Context: an optimization exercise on an open-source flow, tuned for small area, a short achievable clock period and few clock cycles. The choices shown serve that exercise and are no tape-out recipe. At most, simulation tests tie the RTL to the original design; equivalence was not proved. The RTL of runs 2 and 3 was laid out without a check of its function. In every run shown here, the design's own scripts or RTL, not TritonCTS, make the clock network. No driver is modelled on the clock port, so clock power and skew are understated where the tree is cut down; a real chip needs a root buffer or a tree.

==> flow/design.v (outline; a module is shown in full before it is edited, if it fits) <==
// module lc_decoder: 1938 lines
module lc_decoder (
    input  wire         clk,
    input  wire         rst,         
    input  wire         in_valid,
    output wire         in_ready,
    input  wire [39:0]  in_beat,     
    input  wire [36:0]  in_dda,      
    output reg          out_valid,
    output reg  [2:0]   out_status,
    output reg  [3:0]   out_dev,
    output wire [511:0] out_data
);
  // ...
==> flow/flow/run.sh <==
#!/bin/bash
# Own layout flow: the standard ORFS flow (standard synthesis, floorplan,
# placement, routing), except that the clock tree is built by flow/mycts.tcl
# (clock port -> 4 root buffers -> leaf buffers -> flip-flop clusters), timing
# repair aims past the 10 ns constraint, and the ports get plain buffers.
set -euo pipefail
EXTRA=("SETUP_SLACK_MARGIN=6.9" "BUFFER_PORTS_ARGS=-buffer_cell sky130_fd_sc_hd__buf_1")
bash standard.sh "${EXTRA[@]}" place > flow_place.log 2>&1
bash standard.sh "${EXTRA[@]}" "RUN_SCRIPT=$PWD/flow/mycts.tcl" RUN_LOG_NAME_STEM=4_1_mycts run > flow_cts.log 2>&1
bash standard.sh "${EXTRA[@]}" finish > flow_finish.log 2>&1
==> flow/flow/mycts.tcl <==
# Two-level clock tree built by hand: the clock port drives a few root buffers,
# each root drives leaf buffers, each leaf drives a compact cluster of flip-flops.
# Replaces ORFS's cts step (same post-CTS repair as cts.tcl).
source $::env(SCRIPTS_DIR)/load.tcl
erase_non_stage_variables cts
load_design 3_place.odb 3_place.sdc

set leaf_max  [expr {[info exists ::env(MYCTS_LEAF_MAX)] ? $::env(MYCTS_LEAF_MAX) : 20}]
set n_roots   [expr {[info exists ::env(MYCTS_ROOTS)] ? $::env(MYCTS_ROOTS) : 4}]
set leaf_cell [expr {[info exists ::env(MYCTS_LEAF_CELL)] ? $::env(MYCTS_LEAF_CELL) : "sky130_fd_sc_hd__clkbuf_16"}]
set root_cell [expr {[info exists ::env(MYCTS_ROOT_CELL)] ? $::env(MYCTS_ROOT_CELL) : "sky130_fd_sc_hd__clkbuf_16"}]

set db [ord::get_db]
set block [ord::get_db_block]
set clknet [$block findNet clk]

# split a list of {obj x y} in two parts (sizes in ratio k1 : n-k1) along its wider side
proc split2 {items {frac 0.5}} {
  set xs {}; set ys {}
  foreach it $items { lappend xs [lindex $it 1]; lappend ys [lindex $it 2] }
  set xs [lsort -integer $xs]; set ys [lsort -integer $ys]
  set dx [expr {[lindex $xs end] - [lindex $xs 0]}]
  set dy [expr {[lindex $ys end] - [lindex $ys 0]}]
  set k [expr {$dx >= $dy ? 1 : 2}]
  set s [lsort -integer -index $k $items]
  set h [expr {int(round([llength $s] * $frac))}]
  return [list [lrange $s 0 [expr {$h - 1}]] [lrange $s $h end]]
}
# cut into ceil(n / maxn) compact clusters of nearly equal size
proc bisect {items maxn} {
  set n [llength $items]
  if {$n <= $maxn} { return [list $items] }
  set k [expr {($n + $maxn - 1) / $maxn}]
  set k1 [expr {$k / 2}]
  lassign [split2 $items [expr {double($k1) / $k}]] a b
  return [concat [bisect $a $maxn] [bisect $b $maxn]]
}
proc centroid {items} {
  set sx 0; set sy 0
  foreach it $items { set sx [expr {$sx + [lindex $it 1]}]; set sy [expr {$sy + [lindex $it 2]}] }
  set n [llength $items]
  return [list [expr {$sx / $n}] [expr {$sy / $n}]]
}

set sinks {}
foreach it [$clknet getITerms] {
  set inst [$it getInst]
  set bb [$inst getBBox]
  lappend sinks [list $it [expr {([$bb xMin] + [$bb xMax]) / 2}] [expr {([$bb yMin] + [$bb yMax]) / 2}]]
}
puts "mycts: [llength $sinks] clock sinks"

set clusters [bisect $sinks $leaf_max]
puts "mycts: [llength $clusters] leaf clusters"

set lmaster [$db findMaster $leaf_cell]
set rmaster [$db findMaster $root_cell]
set leaves {}
set i 0
foreach cl $clusters {
  lassign [centroid $cl] cx cy
  set inst [odb::dbInst_create $block $lmaster "mycts_leaf_$i"]
  $inst setLocation $cx $cy
  $inst setPlacementStatus PLACED
  set net [odb::dbNet_create $block "mycts_leafnet_$i"]
  $net setSigType CLOCK
  [$inst findITerm X] connect $net
  foreach s $cl {
    set it [lindex $s 0]
    $it disconnect
    $it connect $net
  }
  lappend leaves [list $inst $cx $cy]
  incr i
}

# group the leaves under the roots
set groups [list $leaves]
while {[llength $groups] < $n_roots} {
  set ng {}
  foreach g $groups { lassign [split2 $g] a b; lappend ng $a $b }
  set groups $ng
}
set i 0
foreach g $groups {
  lassign [centroid $g] cx cy
  set inst [odb::dbInst_create $block $rmaster "mycts_root_$i"]
  $inst setLocation $cx $cy
  $inst setPlacementStatus PLACED
  set net [odb::dbNet_create $block "mycts_rootnet_$i"]
  $net setSigType CLOCK
  [$inst findITerm X] connect $net
  [$inst findITerm A] connect $clknet
  foreach l $g { [[lindex $l 0] findITerm A] connect $net }
  incr i
}
$clknet setSigType CLOCK
global_connect

set_placement_padding -global \
  -left $::env(CELL_PAD_IN_SITES_DETAIL_PLACEMENT) \
  -right $::env(CELL_PAD_IN_SITES_DETAIL_PLACEMENT)
detailed_placement
set_propagated_clock [all_clocks]
estimate_parasitics -placement
report_clock_skew
repair_timing_helper
detailed_placement
check_placement -verbose
estimate_parasitics -placement
report_clock_skew
report_worst_slack -max
report_worst_slack -min

orfs_write_db $::env(RESULTS_DIR)/4_1_cts.odb
orfs_write_sdc $::env(RESULTS_DIR)/4_cts.sdc
==> flow/standard.sh <==
#!/bin/bash
# synth_recipe.tcl (not shown) runs the flow's synth.tcl, then flattens the netlist and writes it again
# the make line also repeats each setting of config.mk as NAME=value (left out here)
make -C /OpenROAD-flow-scripts/flow DESIGN_CONFIG=/design/flow/config.mk WORK_HOME=/design/flow/orfs CLKGATE_MAP_FILE= SYNTH_SCRIPT=/design/flow/synth_recipe.tcl "${@:-finish}"
==> flow/config.mk <==
export PLATFORM = sky130hd
export DESIGN_NAME = lc_decoder
export DESIGN_NICKNAME = lc_decoder
export VERILOG_FILES = /design/flow/design.v
export SDC_FILE = /design/flow/constraint.sdc
export NUM_CORES = 8
export LEC_CHECK = 0
export CAP_MARGIN = 20
export CORE_MARGIN = 2
export CORE_UTILIZATION = 65
export PLACE_DENSITY = 0.75
export SLEW_MARGIN = 20
==> flow/constraint.sdc <==
create_clock -name core_clock -period 10.0 [get_ports {clk}]
set_input_delay 2.0000 -clock core_clock [delete_from_list [all_inputs] [get_ports {clk}]]
set_output_delay 2.0000 -clock core_clock [all_outputs]
set_load 0.01 [all_outputs]
==> impl_metrics.env, run 1 <==
export IMPL_status="timing/DRC/antenna clean"
export IMPL_start_util=0.6563
export IMPL_dieArea_sq_mm=0.1204
export IMPL_dominant_cell_class="multi-input combinational cells"
export IMPL_place_congestion=1.103
export IMPL_slew_limit_headroom=0.1927
export IMPL_cts_reportedPaths_clkPinSlew_ns=0.10
export IMPL_hold_start="ln[206]$_DFFE_PP_"
export IMPL_detail_route_drc_violations=0
export IMPL_area_of_the_multi_input_gates_sq_mm=0.04144
export IMPL_worstSetupEndpointType="register"
export IMPL_filler_cell_count=8868
export IMPL_cpMostUsedCell="sky130_fd_sc_hd__xnor2_1"
export IMPL_multi_input_area_share=0.5001
export IMPL_fin_worst_hold_slack_ns=0.3843
export IMPL_final_core_util=0.7112
export IMPL_synth_seq_cells=1380
export IMPL_hold_viol_final=0
export IMPL_nFlopsAndLatches=1380
export IMPL_synth_compound_area_frac=0.06327
export IMPL_grt_ovfl_total=0
export IMPL_synth_area_sq_mm=0.07648
export IMPL_largest_family_of_logic_cells_by_synthesized_area="XOR/XNOR gates"
export IMPL_timing_critical_path_depth=5
export IMPL_uppermost_routed_layer="met5"
export IMPL_synthesis_area_per_instance_sq_um=9.798
export IMPL_core_area_sq_mm=0.1165
export IMPL_yosys_area_top_type="sky130_fd_sc_hd__xnor2_1"
export IMPL_yosys_most_used_dff="sky130_fd_sc_hd__dfxtp_1"
export IMPL_design_portCount=601
export IMPL_clk_latency_ns=0.57
export IMPL_top_area_cells_in_the_synthesized_netlist="sky130_fd_sc_hd__xnor2_1 23%, sky130_fd_sc_hd__dfxtp_1 22%, sky130_fd_sc_hd__edfxtp_1 21%"
export IMPL_nMultiInputCombCells=5743
Testbench counts, summed over its fixed seeds: cycles 40,896.
==> run 2: changes to the inputs <==
--- a/flow/design.v
+++ b/flow/design.v
@@ -458,20 +458,21 @@
   reg  [39:0]  beat_r;       
   reg          v_r;          
   reg  [15:0]  boh;          
   reg  [36:0]  dda_s;        
   reg  [127:0] acc;          
   reg  [127:0] u;            
   reg  [63:0]  dv_r;         
   reg  [63:0]  y_r;          
+  reg  [127:0] pv_r;         
+  reg          pvv, pfirst, pbnd, plast;
   reg  [511:0] ln;           
   reg  [11*32-1:0] bk;      
-  reg          cp_r;         
-  reg          ld_r;         
+  reg          cp_r;
   reg  [9:0]   ohu;          
   reg  [9:0]   ohd;          
   reg  [1:0]   zc;           
   reg  [3:0]   fdev;
   reg          pois, mark;
   wire [3:0] dnib  = dda_s[3:0];
   wire       first = boh[0];
   wire       bnd   = boh[4] | boh[8] | boh[12];
@@ -605,24 +606,24 @@
   assign pv[121] = ^(pin & 44'hc3f9b055330);
   assign pv[122] = ^(pin & 44'h97f261ab770);
   assign pv[123] = ^(pin & 44'h3ef5c246ef0);
   assign pv[124] = ^(pin & 44'h9aba0c6b080);
   assign pv[125] = ^(pin & 44'h346419d6100);
   assign pv[126] = ^(pin & 44'h79d822bd310);
   assign pv[127] = ^(pin & 44'hf3a0447b630);
   wire [127:0] acc_nx;
-  assign acc_nx[15:0] = pv[15:0] ^ (first ? 16'h0000 : bnd ? am12(acc[15:0]) : am65531(acc[15:0]));
-  assign acc_nx[31:16] = pv[31:16] ^ (first ? 16'h0000 : bnd ? am13(acc[31:16]) : am65531(acc[31:16]));
-  assign acc_nx[47:32] = pv[47:32] ^ (first ? 16'h0000 : bnd ? am14(acc[47:32]) : am65531(acc[47:32]));
-  assign acc_nx[63:48] = pv[63:48] ^ (first ? 16'h0000 : bnd ? am15(acc[63:48]) : am65531(acc[63:48]));
-  assign acc_nx[79:64] = pv[79:64] ^ (first ? 16'h0000 : bnd ? am16(acc[79:64]) : am65531(acc[79:64]));
-  assign acc_nx[95:80] = pv[95:80] ^ (first ? 16'h0000 : bnd ? am17(acc[95:80]) : am65531(acc[95:80]));
-  assign acc_nx[111:96] = pv[111:96] ^ (first ? 16'h0000 : bnd ? am18(acc[111:96]) : am65531(acc[111:96]));
-  assign acc_nx[127:112] = pv[127:112] ^ (first ? 16'h0000 : bnd ? am19(acc[127:112]) : am65531(acc[127:112]));
+  assign acc_nx[15:0] = pv_r[15:0] ^ (pfirst ? 16'h0000 : pbnd ? am12(acc[15:0]) : am65531(acc[15:0]));
+  assign acc_nx[31:16] = pv_r[31:16] ^ (pfirst ? 16'h0000 : pbnd ? am13(acc[31:16]) : am65531(acc[31:16]));
+  assign acc_nx[47:32] = pv_r[47:32] ^ (pfirst ? 16'h0000 : pbnd ? am14(acc[47:32]) : am65531(acc[47:32]));
+  assign acc_nx[63:48] = pv_r[63:48] ^ (pfirst ? 16'h0000 : pbnd ? am15(acc[63:48]) : am65531(acc[63:48]));
+  assign acc_nx[79:64] = pv_r[79:64] ^ (pfirst ? 16'h0000 : pbnd ? am16(acc[79:64]) : am65531(acc[79:64]));
+  assign acc_nx[95:80] = pv_r[95:80] ^ (pfirst ? 16'h0000 : pbnd ? am17(acc[95:80]) : am65531(acc[95:80]));
+  assign acc_nx[111:96] = pv_r[111:96] ^ (pfirst ? 16'h0000 : pbnd ? am18(acc[111:96]) : am65531(acc[111:96]));
+  assign acc_nx[127:112] = pv_r[127:112] ^ (pfirst ? 16'h0000 : pbnd ? am19(acc[127:112]) : am65531(acc[127:112]));
   wire [127:0] u_rot;    
   assign u_rot[15:0] = u[15:0];
   assign u_rot[31:16] = am4(u[31:16]);
   assign u_rot[47:32] = am8(u[47:32]);
   assign u_rot[63:48] = am12(u[63:48]);
   assign u_rot[79:64] = am16(u[79:64]);
   assign u_rot[95:80] = am20(u[95:80]);
   assign u_rot[111:96] = am24(u[111:96]);
@@ -1832,56 +1833,63 @@
   wire [1:0] zc_nx   = (zt && zc == 2'd0) ? 2'd1 : (zt ? 2'd2 : zc);
   wire [3:0] fdev_nx = zt ? ddev : fdev;
   always @(posedge clk) begin
     beat_r <= in_beat;
     if (next0)
       dda_s <= in_dda;
     else if (v_r)
       dda_s <= {4'd0, dda_s[36:4]};
-    if (v_r)
+    pv_r   <= pv;
+    pfirst <= first;
+    pbnd   <= bnd;
+    if (pvv)
       acc <= acc_nx;
-    u    <= ld_r ? acc : u_rot;
+    u    <= plast ? acc_nx : u_rot;
     dv_r <= dv;
     y_r  <= y_comb;
-    if (ld_r) begin
+    if (plast) begin
       zc   <= 2'd0;
       pois <= 1'b0;
       mark <= 1'b0;
     end else if (|ohd) begin
       zc   <= zc_nx;
       fdev <= fdev_nx;
       if (pt) pois <= 1'b1;
       if (mt) mark <= 1'b1;
     end
-    out_dev <= fdev_nx;
-    if (zc_nx == 2'd2)      out_status <= ST_GOOD;
-    else if (zc_nx == 2'd1) out_status <= ST_CORR;
-    else if (pois | pt)     out_status <= ST_POIS;
-    else if (mark | mt)     out_status <= ST_MARK;
-    else                    out_status <= ST_UNC;
+    if (ohd[9]) begin
+      out_dev <= fdev_nx;
+      if (zc_nx == 2'd2)      out_status <= ST_GOOD;
+      else if (zc_nx == 2'd1) out_status <= ST_CORR;
+      else if (pois | pt)     out_status <= ST_POIS;
+      else if (mark | mt)     out_status <= ST_MARK;
+      else                    out_status <= ST_UNC;
+    end
   end
   always @(posedge clk) begin
     if (rst) begin
       v_r       <= 1'b0;
       stall_r   <= 1'b0;
+      pvv       <= 1'b0;
+      plast     <= 1'b0;
       boh       <= 16'd1;
       cp_r      <= 1'b0;
-      ld_r      <= 1'b0;
       ohu       <= 10'd0;
       ohd       <= 10'd0;
       out_valid <= 1'b0;
     end else begin
       v_r     <= in_valid & ~stall_r;
       stall_r <= in_valid & ~stall_r & ((boh[15] & ~v_r) | (boh[14] & v_r));
+      pvv   <= v_r;
+      plast <= last;
       if (v_r)
         boh <= {boh[14:0], boh[15]};
       cp_r      <= last;
-      ld_r      <= last;
-      ohu       <= ld_r ? 10'd1 : {ohu[8:0], 1'b0};
+      ohu       <= plast ? 10'd1 : {ohu[8:0], 1'b0};
       ohd       <= ohu;
       out_valid <= ohd[9];
     end
   end
   always @(posedge clk) begin
     if (v_r & boh[0]) ln[31:0] <= beat_r[31:0];
     bk[31:0] <= cp_r ? ln[31:0] : (bk[31:0] ^ mk[31:0]);
   end
==> flow/config.mk (replaced) <==
export PLATFORM = sky130hd
export DESIGN_NAME = lc_decoder
export DESIGN_NICKNAME = lc_decoder
export VERILOG_FILES = /design/flow/design.v
export SDC_FILE = /design/flow/constraint.sdc
export NUM_CORES = 8
export LEC_CHECK = 0
export CAP_MARGIN = 20
export CORE_MARGIN = 2
export CORE_UTILIZATION = 55
export PLACE_DENSITY = 0.65
export SLEW_MARGIN = 20
==> run 2 against run 1 <==
  * Synthesized area increased by 3.6%
  * Die area increased by 22%
  * Global-route usage decreased by 4.4 points
  * Final area increased by 4.6%
  * Wire length increased by 8.1%
  * Register-to-register slack improved by 0.05 ns
  * Largest cell class unchanged
==> impl_metrics.env, run 2 <==
export IMPL_yosys_most_used_dff="sky130_fd_sc_hd__dfxtp_1"
export IMPL_critPathArrivalTime_ns=3.65
export IMPL_postPlaceCellArea_sq_mm=0.08200
export IMPL_slew_violations=0
export IMPL_core_rowCount=139
export IMPL_timing_setup_critical_path_class="register to register"
export IMPL_layout_area_overhead_vs_synth_pct=9.440
export IMPL_worst_path_buf_inv=2
export IMPL_clk_latency_ns=0.57
export IMPL_reg_top3="ln (512), bk (352)"
export IMPL_die_width_um=383.5
export IMPL_cts_reportedPaths_clkPinSlew_ns=0.09
export IMPL_slew_limit_headroom=0.1628
export IMPL_drt_total_wl_mm=291.5
export IMPL_wl_met1_mm=118.2
export IMPL_synthesis_area_per_instance_sq_um=10.08
export IMPL_pin_count_of_the_biggest_net_entering_global_routing=241
export IMPL_synth_seq_cells=1499
export IMPL_synth_distinct_cells=77
export IMPL_floorplan_die_height_um=383.5
export IMPL_dieArea_sq_mm=0.1471
export IMPL_largest_register_ff_count=512
export IMPL_port_buffers=600
export IMPL_hold_viol_final=0
export IMPL_start_util=0.5527
export IMPL_design_portCount=601
export IMPL_layout_commonest_cell="sky130_fd_sc_hd__xnor2_1"
export IMPL_filler_cell_count=12310
export IMPL_post_synth_inst_count=7862
export IMPL_fin_tns_setup_ns=0
export IMPL_critical_path_cell_chain="buf_4 -> xor2_1 -> xnor2_1 -> buf_4 -> xnor2_1 -> xnor2_1 -> xor2_1"
export IMPL_worstSetupEndpointType="register"
export IMPL_drive_gt1_frac=0.1386
export IMPL_fin_worst_skew_ns=0.05146
export IMPL_top_area_cells_in_the_synthesized_netlist="sky130_fd_sc_hd__dfxtp_1 24%, sky130_fd_sc_hd__xnor2_1 21%, sky130_fd_sc_hd__edfxtp_1 21%"
export IMPL_cpMostUsedCell="sky130_fd_sc_hd__xnor2_1"
export IMPL_yosys_area_top_type="sky130_fd_sc_hd__dfxtp_1"
export IMPL_seq_area_frac_synth=0.4476
export IMPL_met2_wirelength_mm=130.1
export IMPL_synth_area_sq_mm=0.07921
export IMPL_dp_final_hpwl_mm=207.9
export IMPL_initial_antenna_violation_count=19
export IMPL_worst_hold_check_path_type="register to register"
export IMPL_drt_first_pass_iters=5
export IMPL_cp_required_ns=10.43
export IMPL_yosysMostFrequentCell="sky130_fd_sc_hd__xnor2_1"
export IMPL_async_reset_ff_frac=0
export IMPL_ratio_of_routed_vias_to_standard_cells=5.728
export IMPL_wl_met3_mm=24.31
export IMPL_number_of_global_route_vias_before_repair=54920
export IMPL_uppermost_routed_layer="met5"
export IMPL_detailedRoute_firstIterationViolations=6551
export IMPL_globalRouteTotalUtil=0.3823
export IMPL_wire_length_of_the_first_global_routing_pass_mm=407.8
export IMPL_yosys_warnings=1
export IMPL_worst_pin_slew_ns=1.251
export IMPL_avgRoutedWirePerCell_um=29.18
export IMPL_fin_crit_period_ns=3.221
export IMPL_synth_top_cells_by_count="1,901 x sky130_fd_sc_hd__xnor2_1, 1,221 x sky130_fd_sc_hd__xor2_1, 1,131 x sky130_fd_sc_hd__nand2_1"
export IMPL_synth_edf_count=544
export IMPL_synth_simple_gate_area_frac=0.08413
export IMPL_synth_compound_area_frac=0.05715
export IMPL_synthDominantCellAreaShare=0.2414
export IMPL_final_setup_violation_count=0
export IMPL_synth_nets=7944
export IMPL_critPathSlowestCell="sky130_fd_sc_hd__dfxtp_2"
export IMPL_core_area_sq_mm=0.1433
export IMPL_max_freq_mhz=310.5
export IMPL_place_congestion=1.016
export IMPL_gate_family_responsible_for_the_most_delay_along_the_worst_path="XOR/XNOR gates"
export IMPL_slowest_delay_ns=0.66
export IMPL_synth_mux_area_fraction=0.01358
export IMPL_post_route_cell_area_sq_mm=0.08669
export IMPL_crit_path_max_fanout=16
export IMPL_timing_max_cap_violations=0
export IMPL_final_cell_mix="1,867 x sky130_fd_sc_hd__xnor2_1, 1,208 x sky130_fd_sc_hd__xor2_1, 1,131 x sky130_fd_sc_hd__nand2_1, 747 x sky130_fd_sc_hd__dfxtp_1, 544 x sky130_fd_sc_hd__edfxtp_1"
export IMPL_status="timing/DRC/antenna clean"
export IMPL_drtAntennaViolNets=0
export IMPL_detail_route_drc_violations=0
export IMPL_rsz_0062_raised_after_global_routing="true"
export IMPL_largest_register="ln"
export IMPL_via_count=57210
export IMPL_synth_xor_area_share=0.3573
export IMPL_post_synth_fa_ha_maj_area_fraction=0.0003159
export IMPL_min_period_over_period=0.3221
export IMPL_nets=8167
export IMPL_largest_family_of_logic_cells_by_synthesized_area="XOR/XNOR gates"
export IMPL_critical_path_startpoint_type="register"
export IMPL_grt_ovfl_total=0
-- run 2: layer usage --
layer | vias up | GRT usage
met4 | 4 | 0.1942
met2 | 3027 | 0.6027
met3 | 767 | 0.04707
met1 | 27960 | 0.5183
li1 | 25450 | -
met5 | - | 0
-- run 2: path summary, 6_finish.rpt --
| path | slack, ns | to | startpoint | cells after the start |
|---|---|---|---|---|
| setup reg to reg | 6.78 | pv_r[101]$_DFF_P_ | beat_r[15]$_DFF_P_ | 7 |
| hold / removal | 0.41 | pfirst$_DFF_P_ | boh[0]$_SDFFE_PP1P_ | 0 |
| hold reg to reg | 0.41 | pfirst$_DFF_P_ | boh[0]$_SDFFE_PP1P_ | 0 |
| setup / recovery | 6.78 | pv_r[101]$_DFF_P_ | beat_r[15]$_DFF_P_ | 7 |
-- run 2: cell type report --
class	count	area [sq um]	share of cell area
Multi-Input combinational cell	5698	41540	0.4792
Sequential cell	1499	35760	0.4125
Timing Repair Buffer	787	4943	0.05703
Tap cell	1903	2381	0.02747
Buffer	79	1977	0.02280
Inverter	20	83.83	0.0009670
Antenna cell	2	5.005	0.00005773
-- run 2: logic make-up (layout without fill, tap and decap cells) --
logic type / count (synthesis) / count (layout)
adders and majority gates: 2 / 2
xor gates and xnor gates: 3169 / 3169
other: 0 / 2
DFF: 1499 / 1499
AOI/OAI and AO/OA: 829 / 829
buffers and inverters: 669 / 886
and+or+nand+nor: 1596 / 1600
muxes: 98 / 98
-- run 2: through the flow --
| stage | hold WS (ns) | setup slack [ns] | cells | utilization |
|---|---|---|---|---|
| floorplan | 0.3550 | 6.972 | 7862 | - |
| global placement | 0.3937 | 5.705 | 9851 | 0.5717 |
| finish | 0.4061 | 6.779 | 9988 | 0.6049 |
| global route | 0.4295 | 6.750 | 9987 | 0.6049 |
| detailed placement | 0.3923 | 6.247 | 9852 | 0.5722 |
==> run 3: changes to the inputs <==
--- a/flow/flow/mycts.tcl
+++ b/flow/flow/mycts.tcl
@@ -5,7 +5,7 @@
 erase_non_stage_variables cts
 load_design 3_place.odb 3_place.sdc
 
-set leaf_max  [expr {[info exists ::env(MYCTS_LEAF_MAX)] ? $::env(MYCTS_LEAF_MAX) : 20}]
+set leaf_max  [expr {[info exists ::env(MYCTS_LEAF_MAX)] ? $::env(MYCTS_LEAF_MAX) : 28}]
 set n_roots   [expr {[info exists ::env(MYCTS_ROOTS)] ? $::env(MYCTS_ROOTS) : 4}]
 set leaf_cell [expr {[info exists ::env(MYCTS_LEAF_CELL)] ? $::env(MYCTS_LEAF_CELL) : "sky130_fd_sc_hd__clkbuf_16"}]
 set root_cell [expr {[info exists ::env(MYCTS_ROOT_CELL)] ? $::env(MYCTS_ROOT_CELL) : "sky130_fd_sc_hd__clkbuf_16"}]
@@ -14,8 +14,8 @@
 set block [ord::get_db_block]
 set clknet [$block findNet clk]
 
-# split a list of {obj x y} in two parts (sizes in ratio k1 : n-k1) along its wider side
-proc split2 {items {frac 0.5}} {
+# split a list of {obj x y} in two halves along its wider side
+proc split2 {items} {
   set xs {}; set ys {}
   foreach it $items { lappend xs [lindex $it 1]; lappend ys [lindex $it 2] }
   set xs [lsort -integer $xs]; set ys [lsort -integer $ys]
@@ -23,16 +23,12 @@
   set dy [expr {[lindex $ys end] - [lindex $ys 0]}]
   set k [expr {$dx >= $dy ? 1 : 2}]
   set s [lsort -integer -index $k $items]
-  set h [expr {int(round([llength $s] * $frac))}]
+  set h [expr {[llength $s] / 2}]
   return [list [lrange $s 0 [expr {$h - 1}]] [lrange $s $h end]]
 }
-# cut into ceil(n / maxn) compact clusters of nearly equal size
 proc bisect {items maxn} {
-  set n [llength $items]
-  if {$n <= $maxn} { return [list $items] }
-  set k [expr {($n + $maxn - 1) / $maxn}]
-  set k1 [expr {$k / 2}]
-  lassign [split2 $items [expr {double($k1) / $k}]] a b
+  if {[llength $items] <= $maxn} { return [list $items] }
+  lassign [split2 $items] a b
   return [concat [bisect $a $maxn] [bisect $b $maxn]]
 }
 proc centroid {items} {
==> run 3 against run 2 <==
  * Clock skew is 0.0031 ns lower
  * Largest cell class unchanged
  * Critical endpoint is now out_status[2]$_SDFFCE_PP0P_
  * Hold slack lost 0.0029 ns
  * Register-to-register slack worse by 0.03 ns
  * Sequential cell count unchanged
  * Core utilization fell by 0.64 points
==> impl_metrics.env, run 3 <==
export IMPL_status="timing/DRC/antenna clean"
export IMPL_design_portCount=601
export IMPL_fin_crit_period_ns=3.246
export IMPL_timing_final_ws_setup_ns=6.754
export IMPL_fin_worst_hold_slack_ns=0.4032
export IMPL_detailedRoute_firstIterationViolations=6092
export IMPL_cp_required_ns=10.29
export IMPL_drtAntennaViolNets=0
export IMPL_worstSetupEndpointType="register"
export IMPL_largest_register="ln"
export IMPL_detail_route_drc_violations=0
export IMPL_initial_antenna_violation_count=19
export IMPL_rsz_0062_raised_after_global_routing="true"
export IMPL_hold_start="boh[0]$_SDFFE_PP1P_"
export IMPL_slowest_delay_ns=0.67
export IMPL_critical_path_cell_chain="buf_6 -> nor2_1 -> nor4bb_1 -> o21ai_0 -> a22oi_1 -> nand4_1 -> nor4_4 -> buf_4 -> nor4b_2"
export IMPL_hold_viol_final=0
export IMPL_slew_limit_headroom=0.1765
export IMPL_synthDominantCellAreaShare=0.2414
export IMPL_reg_top3="ln (512), bk (352)"
export IMPL_max_freq_mhz=308.0
export IMPL_yosys_most_used_dff="sky130_fd_sc_hd__dfxtp_1"
export IMPL_port_buffers=600
export IMPL_ratio_of_routed_vias_to_standard_cells=5.721
export IMPL_number_of_global_route_vias_before_repair=54920
export IMPL_synth_seq_cells=1499
export IMPL_post_route_cell_area_sq_mm=0.08577
export IMPL_grt_ovfl_total=0
export IMPL_slew_violations=0
export IMPL_worst_setup_path_startpoint="ohd[2]$_SDFF_PP0_"
export IMPL_largest_register_ff_count=512
export IMPL_layout_commonest_cell="sky130_fd_sc_hd__xnor2_1"
export IMPL_crit_path_max_fanout=32
export IMPL_pin_count_of_the_biggest_net_entering_global_routing=241
export IMPL_cts_reportedPaths_clkPinSlew_ns=0.11
export IMPL_avgRoutedWirePerCell_um=29.19
export IMPL_final_setup_violation_count=0
export IMPL_worst_r2r_startpoint="ohd[2]$_SDFF_PP0_"
export IMPL_critPathSlowestCell="sky130_fd_sc_hd__nor2_1"
export IMPL_yosys_warnings=1
export IMPL_postPlaceCellArea_sq_mm=0.08200
export IMPL_floorplan_die_height_um=383.5
export IMPL_drt_total_wl_mm=291.3
export IMPL_synth_nets=7944
export IMPL_fin_worst_skew_ns=0.04833
export IMPL_seq_area_frac_synth=0.4476
export IMPL_core_area_sq_mm=0.1433
export IMPL_die_width_um=383.5
export IMPL_core_rowCount=139
export IMPL_place_worst_setup_slack_ns=6.247
export IMPL_via_count=57090
export IMPL_globalRouteTotalUtil=0.3816
export IMPL_dieArea_sq_mm=0.1471
export IMPL_worst_hold_check_path_type="register to register"
export IMPL_drive_gt1_frac=0.1098
export IMPL_top_area_cells_in_the_synthesized_netlist="sky130_fd_sc_hd__dfxtp_1 24%, sky130_fd_sc_hd__xnor2_1 21%, sky130_fd_sc_hd__edfxtp_1 21%"
export IMPL_place_congestion=1.016
export IMPL_wire_length_of_the_first_global_routing_pass_mm=407.1
export IMPL_post_synth_inst_count=7862
export IMPL_start_util=0.5527
export IMPL_min_period_over_period=0.3246
export IMPL_worst_pin_slew_ns=1.231
export IMPL_clk_latency_ns=0.54
export IMPL_synth_edf_count=544
export IMPL_synth_distinct_cells=77
export IMPL_final_cell_mix="1,867 x sky130_fd_sc_hd__xnor2_1, 1,209 x sky130_fd_sc_hd__xor2_1, 1,131 x sky130_fd_sc_hd__nand2_1, 828 x sky130_fd_sc_hd__dfxtp_1, 544 x sky130_fd_sc_hd__edfxtp_1"
export IMPL_dp_final_hpwl_mm=207.9
export IMPL_synthesis_area_per_instance_sq_um=10.08
export IMPL_critPathArrivalTime_ns=3.54
export IMPL_timing_setup_critical_path_class="register to register"
export IMPL_async_reset_ff_frac=0
export IMPL_synth_top_cells_by_count="1,901 x sky130_fd_sc_hd__xnor2_1, 1,221 x sky130_fd_sc_hd__xor2_1, 1,131 x sky130_fd_sc_hd__nand2_1"
export IMPL_nets=8154
export IMPL_layout_area_overhead_vs_synth_pct=8.283
export IMPL_drt_first_pass_iters=6
export IMPL_timing_max_cap_violations=0
export IMPL_yosys_area_top_type="sky130_fd_sc_hd__dfxtp_1"
export IMPL_yosysMostFrequentCell="sky130_fd_sc_hd__xnor2_1"
export IMPL_fin_tns_setup_ns=0
export IMPL_critical_path_startpoint_type="register"
export IMPL_synth_area_sq_mm=0.07921
-- run 3: worst paths after layout --
check	to	slack (ns)	depth (start not counted)
setup / recovery	out_status[2]$_SDFFCE_PP0P_	6.75	9
hold / removal	pfirst$_DFF_P_	0.40	0
setup reg to reg	out_status[2]$_SDFFCE_PP0P_	6.75	9
hold reg to reg	pfirst$_DFF_P_	0.40	0
-- run 3: cell type report --
type                    instances  area [sq um]
fillers                     12400         57540
multi-input cells            5699         41500
flip-flops and latches       1499         35650
repair buffers                784          4448
well taps                    1903          2381
plain buffers                  68          1702
inverters                      20         80.08
diodes                          7         17.52
-- run 3: stage by stage --
step | std cells | util
after floorplan | 7862 | -
after global placement | 9851 | 0.5717
after detailed placement | 9852 | 0.5722
after global routing | 9974 | 0.5984
final | 9980 | 0.5985
-- run 3: logic make-up after synthesis --
logic type,share of synthesized area
AOI/OAI and AO/OA,0.05715
xor gates and xnor gates,0.3573
adders and majority gates,0.0003159
buffers and inverters,0.03995
DFF,0.4476
muxes,0.01358
and+or+nand+nor,0.08413
-- run 3: per-layer routing --
| layer | share of wire | GRT usage | up-vias | wire length, um |
|---|---|---|---|---|
| li1 | - | - | 25440 | - |
| met1 | 0.41 | 0.5170 | 27960 | 118400 |
| met2 | 0.44 | 0.5965 | 2911 | 128900 |
| met3 | 0.081 | 0.04539 | 786 | 23530 |
| met4 | 0.070 | 0.2087 | 4 | 20470 |
| met5 | 0.00011 | 0 | - | 33 |
-- run 3: worst max-delay path: cells and delay by family (launching register included) --
| family | cells | cell delay [ns] |
|---|---|---|
| flip-flops | 1 | 0.32 |
| AO/OA/AOI/OAI | 2 | 0.57 |
| AND/OR/NAND/NOR | 5 | 1.71 |
| buffers and inverters | 2 | 0.40 |

## separate check: timing with driven ports
How much do the figures lean on ideal ports? The routed layouts below were timed once more, with nothing changed but the port constraints. Step 1, drivers: a clkbuf_16 drives clk and a buf_2 each remaining input, both assumed. Step 2 also shifts input and output timing later by t, the mid clock arrival at the registers, as if the neighbouring blocks saw the same clock. Slacks: ideal / step 1 / step 2; pairs: ideal / step 1.
run	t, ns	setup slack, ns	worst setup path at the end	worst slew at a driven data input, ns	pins driven straight from the clock port
run 1	0.697	6.725 / 6.723 / 6.725	register to register	0.27	4
run 2	0.723	6.779 / 6.710 / 6.709	input to register	0.13	4
run 3	0.692	6.754 / 6.711 / 6.723	input to register	0.13	4
After both steps every run listed still meets setup and hold. The setup slack of run 2, which loses most, moves by -0.069 ns with the drivers and by -0.070 ns with both steps.
